Context: an optimization exercise on an open-source flow, tuned for small area, a short achievable clock period and few clock cycles per item. The choices shown serve that exercise and are no tape-out recipe.
RTL that was checked went through simulation tests only; none was proved equivalent to the original.

==> flow/design.v (excerpt) <==
module aes128_enc (
    input  wire         clk,
    input  wire         rst,       
    input  wire         start,
    input  wire [127:0] key,
    input  wire [127:0] block,
    output reg          done,
    output wire [127:0] result
);
Size in the first run: ~390 I/O pins, roughly 37000 µm² of cells after synthesis.
==> module aes_mixcol_ark_n, before the edit <==
module aes_mixcol_ark_n (
    input  wire [31:0] c,
    input  wire [31:0] kn,
    output wire [31:0] mkn
);
    wire [7:0] b [0:3];
    wire [7:0] k [0:3];
    assign b[0] = c[31:24];
    assign b[1] = c[23:16];
    assign b[2] = c[15:8];
    assign b[3] = c[7:0];
    assign k[0] = kn[31:24];
    assign k[1] = kn[23:16];
    assign k[2] = kn[15:8];
    assign k[3] = kn[7:0];
    wire [7:0] p [0:3];
    wire [7:0] x [0:3];
    wire [7:0] e [0:3];
    wire [7:0] f [0:3];
    genvar i, j;
    generate
        for (i = 0; i < 4; i = i + 1) begin : g_b
            for (j = 0; j < 8; j = j + 1) begin : g_p
                g_xor2 u_p (.a(b[i][j]), .b(b[(i + 1) % 4][j]), .y(p[i][j]));
            end
            assign x[i][0] = p[i][7];
            g_xor2 u_x1 (.a(p[i][0]), .b(p[i][7]), .y(x[i][1]));
            assign x[i][2] = p[i][1];
            g_xor2 u_x3 (.a(p[i][2]), .b(p[i][7]), .y(x[i][3]));
            g_xor2 u_x4 (.a(p[i][3]), .b(p[i][7]), .y(x[i][4]));
            assign x[i][7:5] = p[i][6:4];
            for (j = 0; j < 8; j = j + 1) begin : g_q
                g_xnor2 u_e (.a(b[(i + 1) % 4][j]), .b(k[i][j]), .y(e[i][j]));
                g_xor2  u_f (.a(e[i][j]), .b(p[(i + 2) % 4][j]), .y(f[i][j]));
                g_xnor2 u_m (.a(x[i][j]), .b(f[i][j]), .y(mkn[31 - 8 * i - 7 + j]));
            end
        end
    endgenerate
endmodule
==> module aes128_enc, before the edit <==
module aes128_enc (
    input  wire         clk,
    input  wire         rst,       
    input  wire         start,
    input  wire [127:0] key,
    input  wire [127:0] block,
    output reg          done,
    output wire [127:0] result
);
    reg [127:0] state;
    reg [127:0] kregn;
    reg [3:0]   cnt;      
    reg         idle;
    reg [7:0] rc;
    always @* begin
        if (idle)
            rc = 8'h01;
        else
            case (cnt)
                4'd1: rc = 8'h02;
                4'd2: rc = 8'h04;
                4'd3: rc = 8'h08;
                4'd4: rc = 8'h10;
                4'd5: rc = 8'h20;
                4'd6: rc = 8'h40;
                4'd7: rc = 8'h80;
                4'd8: rc = 8'h1b;
                default: rc = 8'h36;
            endcase
    end
    wire [127:0] sr;
    genvar i, c, r;
    generate
        for (c = 0; c < 4; c = c + 1) begin : g_col
            for (r = 0; r < 4; r = r + 1) begin : g_row
                assign sr[127-8*(r+4*c) -: 8] = state[127-8*(r+4*((c+r)%4)) -: 8];
            end
        end
    endgenerate
    wire [127:0] mkn;
    generate
        for (c = 0; c < 4; c = c + 1) begin : g_mc
            aes_mixcol_ark_n u_mc (.c(sr[127-32*c -: 32]), .kn(kregn[127-32*c -: 32]),
                                   .mkn(mkn[127-32*c -: 32]));
        end
    endgenerate
    wire [127:0] bk, kin, sbin, nstate;
    generate
        for (i = 0; i < 128; i = i + 1) begin : g_ark
            g_xor2 u_bk (.a(block[i]), .b(key[i]), .y(bk[i]));
            g_muxh u_d (.s(idle), .a(mkn[i]), .b(bk[i]), .y(sbin[i]));
            g_muxh u_k (.s(idle), .a(kregn[i]), .b(key[i]), .y(kin[i]));
        end
        for (i = 0; i < 16; i = i + 1) begin : g_sub
            aes_sbox u_sb (.a(sbin[127-8*i -: 8]), .y(nstate[127-8*i -: 8]));
        end
    endgenerate
    wire [31:0] w0 = kin[127:96], w1 = kin[95:64], w2 = kin[63:32], w3 = kin[31:0];
    wire [31:0] sub;
    aes_sbox ks0 (.a(w3[23:16]), .y(sub[31:24]));
    aes_sbox ks1 (.a(w3[15:8]),  .y(sub[23:16]));
    aes_sbox ks2 (.a(w3[7:0]),   .y(sub[15:8]));
    aes_sbox ks3 (.a(w3[31:24]), .y(sub[7:0]));
    wire [31:0] w0r;
    wire [31:0] a01, a012, a0123, n0n, n1n, n2n, n3n;
    assign w0r[23:0] = w0[23:0];
    generate
        for (i = 0; i < 8; i = i + 1) begin : g_rc
            g_xor2 u_rc (.a(w0[24+i]), .b(rc[i]), .y(w0r[24+i]));
        end
        for (i = 0; i < 32; i = i + 1) begin : g_ks
            g_xor2  u_a01 (.a(w0r[i]), .b(w1[i]), .y(a01[i]));
            g_xor2  u_a012 (.a(a01[i]), .b(w2[i]), .y(a012[i]));
            g_xor2  u_a0123 (.a(a012[i]), .b(w3[i]), .y(a0123[i]));
            g_xnor2 u_n0 (.a(w0r[i]), .b(sub[i]), .y(n0n[i]));
            g_xnor2 u_n1 (.a(a01[i]), .b(sub[i]), .y(n1n[i]));
            g_xnor2 u_n2 (.a(a012[i]), .b(sub[i]), .y(n2n[i]));
            g_xnor2 u_n3 (.a(a0123[i]), .b(sub[i]), .y(n3n[i]));
        end
    endgenerate
    generate
        for (i = 0; i < 128; i = i + 1) begin : g_out
            g_xnor2 u_o (.a(sr[i]), .b(kregn[i]), .y(result[i]));
        end
    endgenerate
    always @(posedge clk) begin
        state <= nstate;
        kregn <= {n0n, n1n, n2n, n3n};
    end
    always @(posedge clk) begin
        if (rst) begin
            cnt  <= 4'd0;
            idle <= 1'b1;
            done <= 1'b0;
        end else begin
            done <= !idle && cnt == 4'd9;
            if (start && idle) begin
                cnt  <= 4'd1;
                idle <= 1'b0;
            end else if (!idle) begin
                cnt <= cnt + 4'd1;
                if (cnt == 4'd9)
                    idle <= 1'b1;
            end
        end
    end
endmodule
Settings: LEC_CHECK=0, CAP_MARGIN=20, CORE_MARGIN=2, CORE_UTILIZATION=65, SETUP_SLACK_MARGIN=3.0, SLEW_MARGIN=20, SYNTH_HIERARCHICAL=1; clock period 10.0 ns.
standard.sh (not shown) runs the stock make flow with config.mk's settings and CLKGATE_MAP_FILE= SYNTH_SCRIPT=/design/flow/synth_recipe.tcl, a recipe that flattens the netlist after the stock synthesis.
==> flow/flow/run.sh <==
#!/bin/bash
# The standard layout, with the smallest buffer on the ports.
set -euo pipefail
bash standard.sh BUFFER_PORTS_ARGS="-buffer_cell sky130_fd_sc_hd__buf_1" finish > standard.log 2>&1
The first run produced a clean layout.
Rerun with:
--- a/flow/design.v
+++ b/flow/design.v
@@ -149,27 +149,20 @@
     g_xnor2 g_S6 (.a(L13), .b(L27), .y(S6));
     g_xnor2 g_S7 (.a(L6), .b(L23), .y(S7));
     assign y = {S0, S1, S2, S3, S4, S5, S6, S7};
 endmodule
-module aes_mixcol_ark_n (
+module aes_mixcol_n (
     input  wire [31:0] c,
-    input  wire [31:0] kn,
-    output wire [31:0] mkn
+    output wire [31:0] mn
 );
     wire [7:0] b [0:3];
-    wire [7:0] k [0:3];
     assign b[0] = c[31:24];
     assign b[1] = c[23:16];
     assign b[2] = c[15:8];
     assign b[3] = c[7:0];
-    assign k[0] = kn[31:24];
-    assign k[1] = kn[23:16];
-    assign k[2] = kn[15:8];
-    assign k[3] = kn[7:0];
     wire [7:0] p [0:3];
     wire [7:0] x [0:3];
-    wire [7:0] e [0:3];
-    wire [7:0] f [0:3];
+    wire [7:0] q [0:3];
     genvar i, j;
     generate
         for (i = 0; i < 4; i = i + 1) begin : g_b
             for (j = 0; j < 8; j = j + 1) begin : g_p
@@ -181,11 +174,10 @@
             g_xor2 u_x3 (.a(p[i][2]), .b(p[i][7]), .y(x[i][3]));
             g_xor2 u_x4 (.a(p[i][3]), .b(p[i][7]), .y(x[i][4]));
             assign x[i][7:5] = p[i][6:4];
             for (j = 0; j < 8; j = j + 1) begin : g_q
-                g_xnor2 u_e (.a(b[(i + 1) % 4][j]), .b(k[i][j]), .y(e[i][j]));
-                g_xor2  u_f (.a(e[i][j]), .b(p[(i + 2) % 4][j]), .y(f[i][j]));
-                g_xnor2 u_m (.a(x[i][j]), .b(f[i][j]), .y(mkn[31 - 8 * i - 7 + j]));
+                g_xor2 u_q (.a(b[(i + 1) % 4][j]), .b(p[(i + 2) % 4][j]), .y(q[i][j]));
+                g_xnor2 u_m (.a(x[i][j]), .b(q[i][j]), .y(mn[31 - 8 * i - 7 + j]));
             end
         end
     endgenerate
 endmodule
@@ -227,21 +219,20 @@
                 assign sr[127-8*(r+4*c) -: 8] = state[127-8*(r+4*((c+r)%4)) -: 8];
             end
         end
     endgenerate
-    wire [127:0] mkn;
+    wire [127:0] mcn;
     generate
         for (c = 0; c < 4; c = c + 1) begin : g_mc
-            aes_mixcol_ark_n u_mc (.c(sr[127-32*c -: 32]), .kn(kregn[127-32*c -: 32]),
-                                   .mkn(mkn[127-32*c -: 32]));
-        end
-    endgenerate
-    wire [127:0] bk, kin, sbin, nstate;
+            aes_mixcol_n u_mc (.c(sr[127-32*c -: 32]), .mn(mcn[127-32*c -: 32]));
+        end
+    endgenerate
+    wire [127:0] din, kin, sbin, nstate;
     generate
         for (i = 0; i < 128; i = i + 1) begin : g_ark
-            g_xor2 u_bk (.a(block[i]), .b(key[i]), .y(bk[i]));
-            g_muxh u_d (.s(idle), .a(mkn[i]), .b(bk[i]), .y(sbin[i]));
+            g_muxh u_d (.s(idle), .a(mcn[i]), .b(block[i]), .y(din[i]));
             g_muxh u_k (.s(idle), .a(kregn[i]), .b(key[i]), .y(kin[i]));
+            g_xor2 u_x (.a(din[i]), .b(kin[i]), .y(sbin[i]));
         end
         for (i = 0; i < 16; i = i + 1) begin : g_sub
             aes_sbox u_sb (.a(sbin[127-8*i -: 8]), .y(nstate[127-8*i -: 8]));
         end
=> The new run finished clean. Routed wire length drops by about 4%. Cell count goes down by about 2.3%. Final area drops by about 1.2%. Synthesized cell count fell by 2.8%. Clock-buffer cell count climbs by 2. Synthesized area goes down by about 3%. Sequential cell count stays the same. Setup slack got worse by 0.0038 ns. Via count goes down by about 3.3%.
Testbench counts after the change, summed over its fixed seeds: cycles 5,128, blocks 512.
Function not checked in the first run of this note: the RTL went through the layout flow alone.


== trial 21 ==
aes128_enc, a different RTL version from the one above (not shown whole).
For scale: ~4400 cells after synthesis, about 390 I/O pins.
==> module aes128_enc, before the edit <==
module aes128_enc (
    input  wire         clk,
    input  wire         rst,       
    input  wire         start,
    input  wire [127:0] key,
    input  wire [127:0] block,
    output reg          done,
    output wire [127:0] result
);
    reg [127:0] state;
    reg [127:0] kregn;
    reg [3:0]   cnt;      
    reg         busy;
    reg [7:0] rc;
    always @* begin
        if (start)
            rc = 8'h01;
        else
            case (cnt)
                4'd1: rc = 8'h02;
                4'd2: rc = 8'h04;
                4'd3: rc = 8'h08;
                4'd4: rc = 8'h10;
                4'd5: rc = 8'h20;
                4'd6: rc = 8'h40;
                4'd7: rc = 8'h80;
                4'd8: rc = 8'h1b;
                default: rc = 8'h36;
            endcase
    end
    wire [127:0] sr;
    genvar i, c, r;
    generate
        for (c = 0; c < 4; c = c + 1) begin : g_col
            for (r = 0; r < 4; r = r + 1) begin : g_row
                assign sr[127-8*(r+4*c) -: 8] = state[127-8*(r+4*((c+r)%4)) -: 8];
            end
        end
    endgenerate
    wire [127:0] mcn;
    generate
        for (c = 0; c < 4; c = c + 1) begin : g_mc
            aes_mixcol_n u_mc (.c(sr[127-32*c -: 32]), .mn(mcn[127-32*c -: 32]));
        end
    endgenerate
    wire [127:0] din, kin, sbin, nstate;
    generate
        for (i = 0; i < 128; i = i + 1) begin : g_ark
            g_muxh u_d (.s(start), .a(mcn[i]), .b(block[i]), .y(din[i]));
            g_muxh u_k (.s(start), .a(kregn[i]), .b(key[i]), .y(kin[i]));
            g_xor2 u_x (.a(din[i]), .b(kin[i]), .y(sbin[i]));
        end
        for (i = 0; i < 16; i = i + 1) begin : g_sub
            aes_sbox u_sb (.a(sbin[127-8*i -: 8]), .y(nstate[127-8*i -: 8]));
        end
    endgenerate
    wire [31:0] w0 = kin[127:96], w1 = kin[95:64], w2 = kin[63:32], w3 = kin[31:0];
    wire [31:0] sub;
    aes_sbox ks0 (.a(w3[23:16]), .y(sub[31:24]));
    aes_sbox ks1 (.a(w3[15:8]),  .y(sub[23:16]));
    aes_sbox ks2 (.a(w3[7:0]),   .y(sub[15:8]));
    aes_sbox ks3 (.a(w3[31:24]), .y(sub[7:0]));
    wire [31:0] w0r;
    wire [31:0] a01, a23, n0n, n1n, n2n, n3n;
    assign w0r[23:0] = w0[23:0];
    generate
        for (i = 0; i < 8; i = i + 1) begin : g_rc
            g_xor2 u_rc (.a(w0[24+i]), .b(rc[i]), .y(w0r[24+i]));
        end
        for (i = 0; i < 32; i = i + 1) begin : g_ks
            g_xor2  u_a01 (.a(w0r[i]), .b(w1[i]), .y(a01[i]));
            g_xor2  u_a23 (.a(w2[i]), .b(w3[i]), .y(a23[i]));
            g_xnor2 u_n0 (.a(w0r[i]), .b(sub[i]), .y(n0n[i]));
            g_xnor2 u_n1 (.a(a01[i]), .b(sub[i]), .y(n1n[i]));
            g_xor2  u_n2 (.a(w2[i]), .b(n1n[i]), .y(n2n[i]));
            g_xor2  u_n3 (.a(a23[i]), .b(n1n[i]), .y(n3n[i]));
        end
    endgenerate
    generate
        for (i = 0; i < 128; i = i + 1) begin : g_out
            g_xnor2 u_o (.a(sr[i]), .b(kregn[i]), .y(result[i]));
        end
    endgenerate
    always @(posedge clk) begin
        state <= nstate;
        kregn <= {n0n, n1n, n2n, n3n};
    end
    always @(posedge clk) begin
        if (rst) begin
            cnt  <= 4'd0;
            busy <= 1'b0;
            done <= 1'b0;
        end else begin
            done <= busy && cnt == 4'd9;
            if (start) begin
                cnt  <= 4'd1;
                busy <= 1'b1;
            end else if (busy) begin
                cnt <= cnt + 4'd1;
                if (cnt == 4'd9)
                    busy <= 1'b0;
            end
        end
    end
endmodule
make LEC_CHECK=0 CAP_MARGIN=20 CORE_MARGIN=2 CORE_UTILIZATION=50 SLEW_MARGIN=20 SYNTH_HIERARCHICAL=1 finish   # period 10.0 ns
run.sh (not shown) runs the stock make flow with config.mk's settings and CLKGATE_MAP_FILE= SYNTH_SCRIPT=/design/flow/synth_recipe.tcl, a recipe that flattens the netlist after the stock synthesis.
Stock flow here: none of the scripts above is used.
Trial 21 completed every stage of the flow, and the final layout passed the timing, DRC and antenna checks.
Testbench counts of trial 21, summed over its fixed seeds: cycles 5,128, blocks 512.
Input changes introduced in trial 59 (baseline for comparison: trial 21):
==> flow/design.v, changed modules only <==
module aes128_enc (
    input  wire         clk,
    input  wire         rst,       
    input  wire         start,
    input  wire [127:0] key,
    input  wire [127:0] block,
    output reg          done,
    output wire [127:0] result
);
    reg [127:0] state;
    reg [127:0] kregn;
    reg [3:0]   cnt;      
    reg         idle;
    reg [7:0] rc;
    always @* begin
        if (idle)
            rc = 8'h01;
        else
            case (cnt)
                4'd1: rc = 8'h02;
                4'd2: rc = 8'h04;
                4'd3: rc = 8'h08;
                4'd4: rc = 8'h10;
                4'd5: rc = 8'h20;
                4'd6: rc = 8'h40;
                4'd7: rc = 8'h80;
                4'd8: rc = 8'h1b;
                default: rc = 8'h36;
            endcase
    end
    wire [127:0] sr;
    genvar i, c, r;
    generate
        for (c = 0; c < 4; c = c + 1) begin : g_col
            for (r = 0; r < 4; r = r + 1) begin : g_row
                assign sr[127-8*(r+4*c) -: 8] = state[127-8*(r+4*((c+r)%4)) -: 8];
            end
        end
    endgenerate
    wire [127:0] mcn;
    generate
        for (c = 0; c < 4; c = c + 1) begin : g_mc
            aes_mixcol_n u_mc (.c(sr[127-32*c -: 32]), .mn(mcn[127-32*c -: 32]));
        end
    endgenerate
    wire [127:0] din, kin, sbin, nstate;
    generate
        for (i = 0; i < 128; i = i + 1) begin : g_ark
            g_muxh u_d (.s(idle), .a(mcn[i]), .b(block[i]), .y(din[i]));
            g_muxh u_k (.s(idle), .a(kregn[i]), .b(key[i]), .y(kin[i]));
            g_xor2 u_x (.a(din[i]), .b(kin[i]), .y(sbin[i]));
        end
        for (i = 0; i < 16; i = i + 1) begin : g_sub
            aes_sbox u_sb (.a(sbin[127-8*i -: 8]), .y(nstate[127-8*i -: 8]));
        end
    endgenerate
    wire [31:0] w0 = kin[127:96], w1 = kin[95:64], w2 = kin[63:32], w3 = kin[31:0];
    wire [31:0] sub;
    aes_sbox ks0 (.a(w3[23:16]), .y(sub[31:24]));
    aes_sbox ks1 (.a(w3[15:8]),  .y(sub[23:16]));
    aes_sbox ks2 (.a(w3[7:0]),   .y(sub[15:8]));
    aes_sbox ks3 (.a(w3[31:24]), .y(sub[7:0]));
    wire [31:0] w0r;
    wire [31:0] a01, a012, a0123, n0n, n1n, n2n, n3n;
    assign w0r[23:0] = w0[23:0];
    generate
        for (i = 0; i < 8; i = i + 1) begin : g_rc
            g_xor2 u_rc (.a(w0[24+i]), .b(rc[i]), .y(w0r[24+i]));
        end
        for (i = 0; i < 32; i = i + 1) begin : g_ks
            g_xor2  u_a01 (.a(w0r[i]), .b(w1[i]), .y(a01[i]));
            g_xor2  u_a012 (.a(a01[i]), .b(w2[i]), .y(a012[i]));
            g_xor2  u_a0123 (.a(a012[i]), .b(w3[i]), .y(a0123[i]));
            g_xnor2 u_n0 (.a(w0r[i]), .b(sub[i]), .y(n0n[i]));
            g_xnor2 u_n1 (.a(a01[i]), .b(sub[i]), .y(n1n[i]));
            g_xnor2 u_n2 (.a(a012[i]), .b(sub[i]), .y(n2n[i]));
            g_xnor2 u_n3 (.a(a0123[i]), .b(sub[i]), .y(n3n[i]));
        end
    endgenerate
    generate
        for (i = 0; i < 128; i = i + 1) begin : g_out
            g_xnor2 u_o (.a(sr[i]), .b(kregn[i]), .y(result[i]));
        end
    endgenerate
    always @(posedge clk) begin
        state <= nstate;
        kregn <= {n0n, n1n, n2n, n3n};
    end
    always @(posedge clk) begin
        if (rst) begin
            cnt  <= 4'd0;
            idle <= 1'b1;
            done <= 1'b0;
        end else begin
            done <= !idle && cnt == 4'd9;
            if (start && idle) begin
                cnt  <= 4'd1;
                idle <= 1'b0;
            end else if (!idle) begin
                cnt <= cnt + 4'd1;
                if (cnt == 4'd9)
                    idle <= 1'b1;
            end
        end
    end
endmodule
[summary]
Diff trial 21 -> trial 59 | count of non-CTS buffers in the layout | decrease of about 2%
Trial 59 and trial 21 ended up with nearly the same adder and majority gate portion of the synthesized area.
Higher count of nets after finishing among trial 59 and trial 21: trial 59
In the tables for trial 59 and trial 21, area occupied by multi-input gates reads lower with trial 21.
Between trial 59 and trial 21, the detailed-routed wire length on met3 is lower for trial 21.
Diff trial 21 -> trial 59 | post-layout instance area | increase of 0.57%
Testbench counts of trial 59, summed over its fixed seeds: cycles 5,128, blocks 512.

==> re-timing with driven ports <==
The results above use ideal ports. As a check the final layouts listed here were re-extracted and re-timed, cells and wires unchanged.
Step 1 (the two cells are an assumption about what drives the block):
set clk [get_ports {clk}]
set_driving_cell -lib_cell sky130_fd_sc_hd__clkbuf_16 $clk
set_driving_cell -lib_cell sky130_fd_sc_hd__buf_2 [delete_from_list [all_inputs] $clk]
Step 2 moves the port delays by t, midway between the first and last clock arrival at a register: inputs arrive t later, outputs are due t later. That takes back most of the time a late clock gives input paths.
Three values: no drivers, after step 1, after step 2; two values: the first two.
run	shift t [ns]	setup slack, ns	worst setup path at the end	worst slew at a driven data input, ns	cell pins on the clock port's net
the first run of note 1	0.667	3.225 / 3.262 / 2.594	input to register	0.07	1
the second run of note 1	0.608	3.221 / 3.260 / 2.652	input to register	0.08	1
trial 21	0.612	1.387 / 1.390 / 0.778	input to register	0.06	1
trial 59	0.621	2.096 / 2.138 / 1.517	input to register	0.06	1
After both steps every run listed still meets setup and hold. The setup slack of the first run of note 1, which loses most, moves by +0.037 ns with the drivers and by -0.631 ns with both steps.
